Context: an optimization exercise on an open-source flow, tuned for small area, a short achievable clock period and few clock cycles per item. The choices shown serve that exercise and are no tape-out recipe.
Where RTL was checked, it was by simulation tests only, not by an equivalence proof against the original.

== v3 ==
==> flow/design.v (excerpt) <==
module neuron_visit (
    input  wire        clk,
    input  wire        rst,
    input  wire        cfg_wide,       
    input  wire [6:0]  cfg_step,       
    input  wire        pop_reset,      
    input  wire        pop_clocked,    
    input  wire [3:0]  pop_refract,    
    input  wire [22:0] pop_theta,      
    input  wire [23:0] pop_rest,       
    input  wire [7:0]  pop_d,          
    input  wire [15:0] pop_bias,       
    input  wire        pop_gated,      
    output wire [6:0]  f_addr,
    input  wire [24:0] f_data,
    input  wire        in_valid,
    output wire        in_ready,
    input  wire [63:0] in_rec,
    input  wire [31:0] in_acc,
    input  wire [31:0] in_late,
    input  wire        in_touched,
    output wire        out_valid,
    input  wire        out_ready,
    output wire [63:0] out_rec,
    output wire [3:0]  out_n,
    output wire        out_rest,
    output wire        out_refr_drop,
    output wire        out_gated,
    output wire        out_sat,
    output wire        out_clip
);
Settings: LEC_CHECK=0, ABC_CLOCK_PERIOD_IN_PS=6000, CAP_MARGIN=20, CORE_MARGIN=2, CORE_UTILIZATION=50, SLEW_MARGIN=20; clock period 24.0 ns.
standard.sh (not shown) runs the stock make flow with config.mk's settings and CLKGATE_MAP_FILE= SYNTH_SCRIPT=/design/flow/synth_recipe.tcl, a recipe that flattens the netlist after the stock synthesis.
==> flow/flow/run.sh <==
#!/bin/bash
# Standard layout, with two changes to how it is made (the SDC is unchanged):
# repair_timing is asked for extra setup slack so that the layout is optimised
# toward the period the design can reach, and the port buffers are plain
# buffers (buf_1) rather than the smallest-drive cell buffer_ports picks.
set -euo pipefail
MARGIN=$(cat flow/margin.txt)
bash standard.sh SETUP_SLACK_MARGIN=$MARGIN "BUFFER_PORTS_ARGS=-buffer_cell sky130_fd_sc_hd__buf_1" finish > flow_standard.log 2>&1
==> flow/flow/margin.txt <==
17.7
v3: flow completed, timing, DRC and antenna clean
Testbench counts of v3, summed over its fixed seeds: cycles 16,384, items 16,000.
Changes in v37 relative to v3:
==> flow/flow/margin.txt <==
18.1
### Flow results
Going from v3 to v37, design area grows by about 3.2%. v37 vs v3: wire length up in v37. From v3 to v37, number of storage elements in the synthesis netlist did not move at all. Going from v3 to v37, clock skew shrinks by 51 ps. Area of the multi-input gates of v37 exceeds that of v3 by a few percent. v37 vs. v3: global-route usage over all layers has increased. Worst path setup slack after routing, v3 and v37: smaller value in v3.
[inputs] v13 vs v37
==> flow/flow/run.sh <==
#!/bin/bash
# Standard layout, with repair_timing asked for extra setup slack so that the
# layout is optimised toward the period the design can reach (the SDC is unchanged).
set -euo pipefail
MARGIN=$(cat flow/margin.txt)
bash standard.sh SETUP_SLACK_MARGIN=$MARGIN finish > flow_standard.log 2>&1
==> flow/flow/margin.txt <==
17.7
==> comparison <==
- Compared with v37, in v13 minimum clock period after layout now sits higher; count of plain and timing-repair buffers now sits lower.
- Setup slack in v13 is 63 ps lower than in v37
- Highest cell delay on the worst timing path in v13 is 290 ps higher than in v37
- The met2 track utilization from global routing on v13 is in line with that on v37.
- c_rsat[12] as the end point of the critical path was reported by v13, and out_rec[32] by v37.

## build 46
neuron_visit, a different RTL version from the one above (not shown whole).
Size in the first run: roughly 720 flip-flops, about 0.058 mm^2 of cells after synthesis.
Design neuron_visit, start of the top module:
module neuron_visit (
    input  wire        clk,
    input  wire        rst,
    input  wire        cfg_wide,       
    input  wire [6:0]  cfg_step,       
    input  wire        pop_reset,      
    input  wire        pop_clocked,    
    input  wire [3:0]  pop_refract,    
    input  wire [22:0] pop_theta,      
    input  wire [23:0] pop_rest,       
    input  wire [7:0]  pop_d,          
    input  wire [15:0] pop_bias,       
    input  wire        pop_gated,      
    output wire [6:0]  f_addr,
    input  wire [24:0] f_data,
    input  wire        in_valid,
    output wire        in_ready,
    input  wire [63:0] in_rec,
    input  wire [31:0] in_acc,
    input  wire [31:0] in_late,
    input  wire        in_touched,
    output wire        out_valid,
    input  wire        out_ready,
    output wire [63:0] out_rec,
    output wire [3:0]  out_n,
    output wire        out_rest,
    output wire        out_refr_drop,
    output wire        out_gated,
    output wire        out_sat,
    output wire        out_clip
);
export LEC_CHECK = 0
export ABC_CLOCK_PERIOD_IN_PS = 6000
export CAP_MARGIN = 10
export CORE_MARGIN = 2
export CORE_UTILIZATION = 50
export SLEW_MARGIN = 10
create_clock -name core_clock -period 24.0 [get_ports {clk}]
==> flow/flow/run.sh <==
#!/bin/bash
# Standard layout, with two changes to how it is made (the SDC is unchanged):
# repair_timing is asked for extra setup slack so that the layout is optimised
# toward the period the design can reach, and the port buffers are plain
# buffers (buf_1) rather than the smallest-drive cell buffer_ports picks.
set -euo pipefail
MARGIN=$(cat flow/margin.txt)
bash standard.sh SETUP_SLACK_MARGIN=$MARGIN "BUFFER_PORTS_ARGS=-buffer_cell sky130_fd_sc_hd__buf_1" finish > flow_standard.log 2>&1
==> flow/flow/margin.txt <==
17.85
Testbench counts of build 46, summed over its fixed seeds: cycles 16,384, items 16,000.
[inputs] build 57 vs build 46
Settings: SLEW_MARGIN changed from 10 to 20; CAP_MARGIN changed from 10 to 20.
==> flow/flow/margin.txt <==
17.75
Results
Build 46 → build 57: total length of routed wires went down by 2000 um, fraction of area in registers was more or less identical, area added between synthesis and finish went down by 0.20 points.
Of the two values seen for cell at the slowest stage of the critical path, edfxtp_1 was produced by build 46 and fa_2 by build 57.
For build 46, the timing startpoint of the critical path was o_hi[14], unlike build 57, where it was cfg_step[0].
## Diff of input files: build 61 against build 57
Settings: putting CTS_CLUSTER_SIZE at 25 where nothing was set; putting CTS_CLUSTER_DIAMETER at 80 where nothing was set.
==> flow/flow/margin.txt <==
17.95
[summary]
Having completed the whole flow, build 61 delivered a layout that passed the timing, design-rule and antenna checks.
The run showing the greater total iterations of the first detailed-routing run is build 57.
On per-cell routed wire length: build 61 sits above build 57.
The met1 track utilization from global routing of build 61 is lower than that of build 57.
Build 61 -> build 57: synthesized flop and latch total delta 0, exact match
Here is what was changed in the inputs of build 96 compared with build 61.
Settings: clearing CTS_CLUSTER_SIZE, which used to be 25; putting PLACE_DENSITY at 0.75 where nothing was set; clearing CTS_CLUSTER_DIAMETER, which used to be 80.
==> flow/flow/margin.txt <==
17.85
[summary]
Build 96 | stages: all done | timing, DRC, antenna: all pass
Via count on build 96 is up relative to build 61.
From build 96 to build 61, number of sequential storage elements did not move at all.
Build 96: wire length the detailed router placed on met1 lower than build 61
Relative to build 96, the following input files were edited for build 77:
Settings: PLACE_DENSITY: 0.75 -> unset; CTS_CLUSTER_DIAMETER: unset -> 100; CTS_CLUSTER_SIZE: unset -> 30.
==> flow/flow/margin.txt <==
17.95
Results
- Between build 77 and build 96, it is build 77 whose sequential cell area share is higher, by 0.47 points.
- Status: multi-input gate count parity (build 77, build 96)
- Density: build 77 sparser than build 96
- The final reports for build 77 and build 96 show detailed-routing iteration count for the pre-antenna-repair pass higher in the former.
- The cell count after placement was comparable across build 96 and build 77.
- Build 77 against build 96: non-clock buffering overhead in the final layout saw an increase; clock period minus worst slack saw an increase.

neuron_visit, a different RTL version from the one above (not shown whole).
Size: ~720 flip-flops, roughly 330 I/O pins, roughly 58,000 sq um of cells after synthesis.
## neuron_visit
module neuron_visit (
    input  wire        clk,
    input  wire        rst,
    input  wire        cfg_wide,       
    input  wire [6:0]  cfg_step,       
    input  wire        pop_reset,      
    input  wire        pop_clocked,    
    input  wire [3:0]  pop_refract,    
    input  wire [22:0] pop_theta,      
    input  wire [23:0] pop_rest,       
    input  wire [7:0]  pop_d,          
    input  wire [15:0] pop_bias,       
    input  wire        pop_gated,      
    output wire [6:0]  f_addr,
    input  wire [24:0] f_data,
    input  wire        in_valid,
    output wire        in_ready,
    input  wire [63:0] in_rec,
    input  wire [31:0] in_acc,
    input  wire [31:0] in_late,
    input  wire        in_touched,
    output wire        out_valid,
    input  wire        out_ready,
    output wire [63:0] out_rec,
    output wire [3:0]  out_n,
    output wire        out_rest,
    output wire        out_refr_drop,
    output wire        out_gated,
    output wire        out_sat,
    output wire        out_clip
);
==> flow/config.mk <==
export PLATFORM = sky130hd
export DESIGN_NAME = neuron_visit
export DESIGN_NICKNAME = neuron_visit
export VERILOG_FILES = /design/flow/design.v
export SDC_FILE = /design/flow/constraint.sdc
export NUM_CORES = 4
export LEC_CHECK = 0
export ABC_CLOCK_PERIOD_IN_PS = 6000
export CAP_MARGIN = 20
export CORE_MARGIN = 2
export CORE_UTILIZATION = 50
export CTS_CLUSTER_DIAMETER = 100
export CTS_CLUSTER_SIZE = 30
export SLEW_MARGIN = 20
==> flow/constraint.sdc <==
create_clock -name core_clock -period 24.0 [get_ports {clk}]
set_input_delay 4.8000 -clock core_clock [delete_from_list [all_inputs] [get_ports {clk}]]
set_output_delay 4.8000 -clock core_clock [all_outputs]
set_load 0.01 [all_outputs]
==> flow/flow/margin.txt <==
17.95
Scripts as last shown in full above: flow/flow/run.sh
Next try:
==> flow/flow/margin.txt (replaced) <==
17.85
--- a/flow/config.mk
+++ b/flow/config.mk
@@ -11,4 +11,2 @@
 export CORE_UTILIZATION = 50
-export CTS_CLUSTER_DIAMETER = 100
-export CTS_CLUSTER_SIZE = 30
 export SLEW_MARGIN = 20
Effect: Design area rises slightly; clock skew rises by 3.4 ps.
No run of this note included a check of the RTL's function; only the layout flow was run.

Setup of run C:
neuron_visit with an RTL version that a note above also has.
For scale: roughly 5500 cells after synthesis, roughly 720 flip-flops, about 330 I/O pins.
Design neuron_visit, start of the top module:
module neuron_visit (
    input  wire        clk,
    input  wire        rst,
    input  wire        cfg_wide,       
    input  wire [6:0]  cfg_step,       
    input  wire        pop_reset,      
    input  wire        pop_clocked,    
    input  wire [3:0]  pop_refract,    
    input  wire [22:0] pop_theta,      
    input  wire [23:0] pop_rest,       
    input  wire [7:0]  pop_d,          
    input  wire [15:0] pop_bias,       
    input  wire        pop_gated,      
    output wire [6:0]  f_addr,
    input  wire [24:0] f_data,
    input  wire        in_valid,
    output wire        in_ready,
    input  wire [63:0] in_rec,
    input  wire [31:0] in_acc,
    input  wire [31:0] in_late,
    input  wire        in_touched,
    output wire        out_valid,
    input  wire        out_ready,
    output wire [63:0] out_rec,
    output wire [3:0]  out_n,
    output wire        out_rest,
    output wire        out_refr_drop,
    output wire        out_gated,
    output wire        out_sat,
    output wire        out_clip
);
Settings: LEC_CHECK=0, ABC_CLOCK_PERIOD_IN_PS=6000, CAP_MARGIN=20, CORE_MARGIN=2, CORE_UTILIZATION=50, CTS_BUF_LIST=sky130_fd_sc_hd__clkbuf_4 sky130_fd_sc_hd__clkbuf_8, SLEW_MARGIN=20; clock period 24.0 ns.
==> flow/flow/margin.txt <==
17.75
Scripts as last shown in full above: flow/flow/run.sh
Run C completed; timing, DRC and antenna clean
Testbench counts of run C, summed over its fixed seeds: cycles 16,384, items 16,000.
Edits applied to the flow inputs when going from run C to run D:
Settings: an added CTS_CLUSTER_SIZE of 10; a deleted CTS_BUF_LIST that had been sky130_fd_sc_hd__clkbuf_4 sky130_fd_sc_hd__clkbuf_8; an added CTS_CLUSTER_DIAMETER of 60.
==> flow/flow/margin.txt <==
17.95
Findings:
Comparing run C and run D, final non-filler cell total is lower on run D. From run C to run D the numbers moved as follows: sequential share of layout area went down 0.40 points, global placement routability congestion shows a reduction of 2.9%, insertion delay of the later-clocked pin in the worst-skew pair moved down. On run D: design area is 1.3% higher than what run C gave.

-- afterwards: timing with drivers on the ports --
No port has a modelled driver above. Below, the same layouts with a new extraction and two added sets of constraints.
Step 1 sets driving cells, clkbuf_16 on the clock port and buf_2 on the other inputs (assumed; they add their load-dependent delay and slew).
Step 2 times the ports against the registers' clock, not the clock port: input delays grow and output delays shrink by t, the midpoint of the rising clock arrivals with the driver on.
a / b / c = ideal ports / drivers / drivers and shift; a / b = the first two.
run | t (ns) | setup WS [ns] | worst setup path at the end | latest minus earliest clock arrival (ns) | worst data-port slew with drivers (ns)
v3 | 0.742 | 17.784 / 17.784 / 17.173 | input to register | 0.095 / 0.095 | 0.08
v37 | 0.752 | 17.819 / 17.742 / 17.355 | input to register | 0.045 / 0.046 | 0.08
v13 | 0.753 | 17.756 / 17.699 / 17.056 | input to register | 0.040 / 0.040 | 0.08
build 46 | 0.752 | 17.911 / 17.834 / 17.266 | input to register | 0.033 / 0.033 | 0.05
build 57 | 0.758 | 17.893 / 17.827 / 17.192 | input to register | 0.037 / 0.037 | 0.10
build 61 | 0.742 | 17.884 / 17.805 / 17.355 | input to register | 0.037 / 0.037 | 0.06
build 96 | 0.764 | 17.905 / 17.830 / 17.256 | input to register | 0.041 / 0.041 | 0.05
build 77 | 0.722 | 17.899 / 17.821 / 17.375 | input to register | 0.064 / 0.063 | 0.06
the first run of note 3 | 0.728 | 17.884 / 17.807 / 17.349 | input to register | 0.045 / 0.045 | 0.07
the second run of note 3 | 0.768 | 17.883 / 17.806 / 17.244 | input to register | 0.040 / 0.041 | 0.08
run C | 0.903 | 17.775 / 17.698 / 17.159 | input to register | 0.099 / 0.099 | 0.10
run D | 0.771 | 17.863 / 17.786 / 17.330 | input to register | 0.030 / 0.030 | 0.06
After both steps setup and hold are still met in every run listed. The setup slack of build 57, which loses most, moves by -0.066 ns with the drivers and by -0.701 ns with both steps.
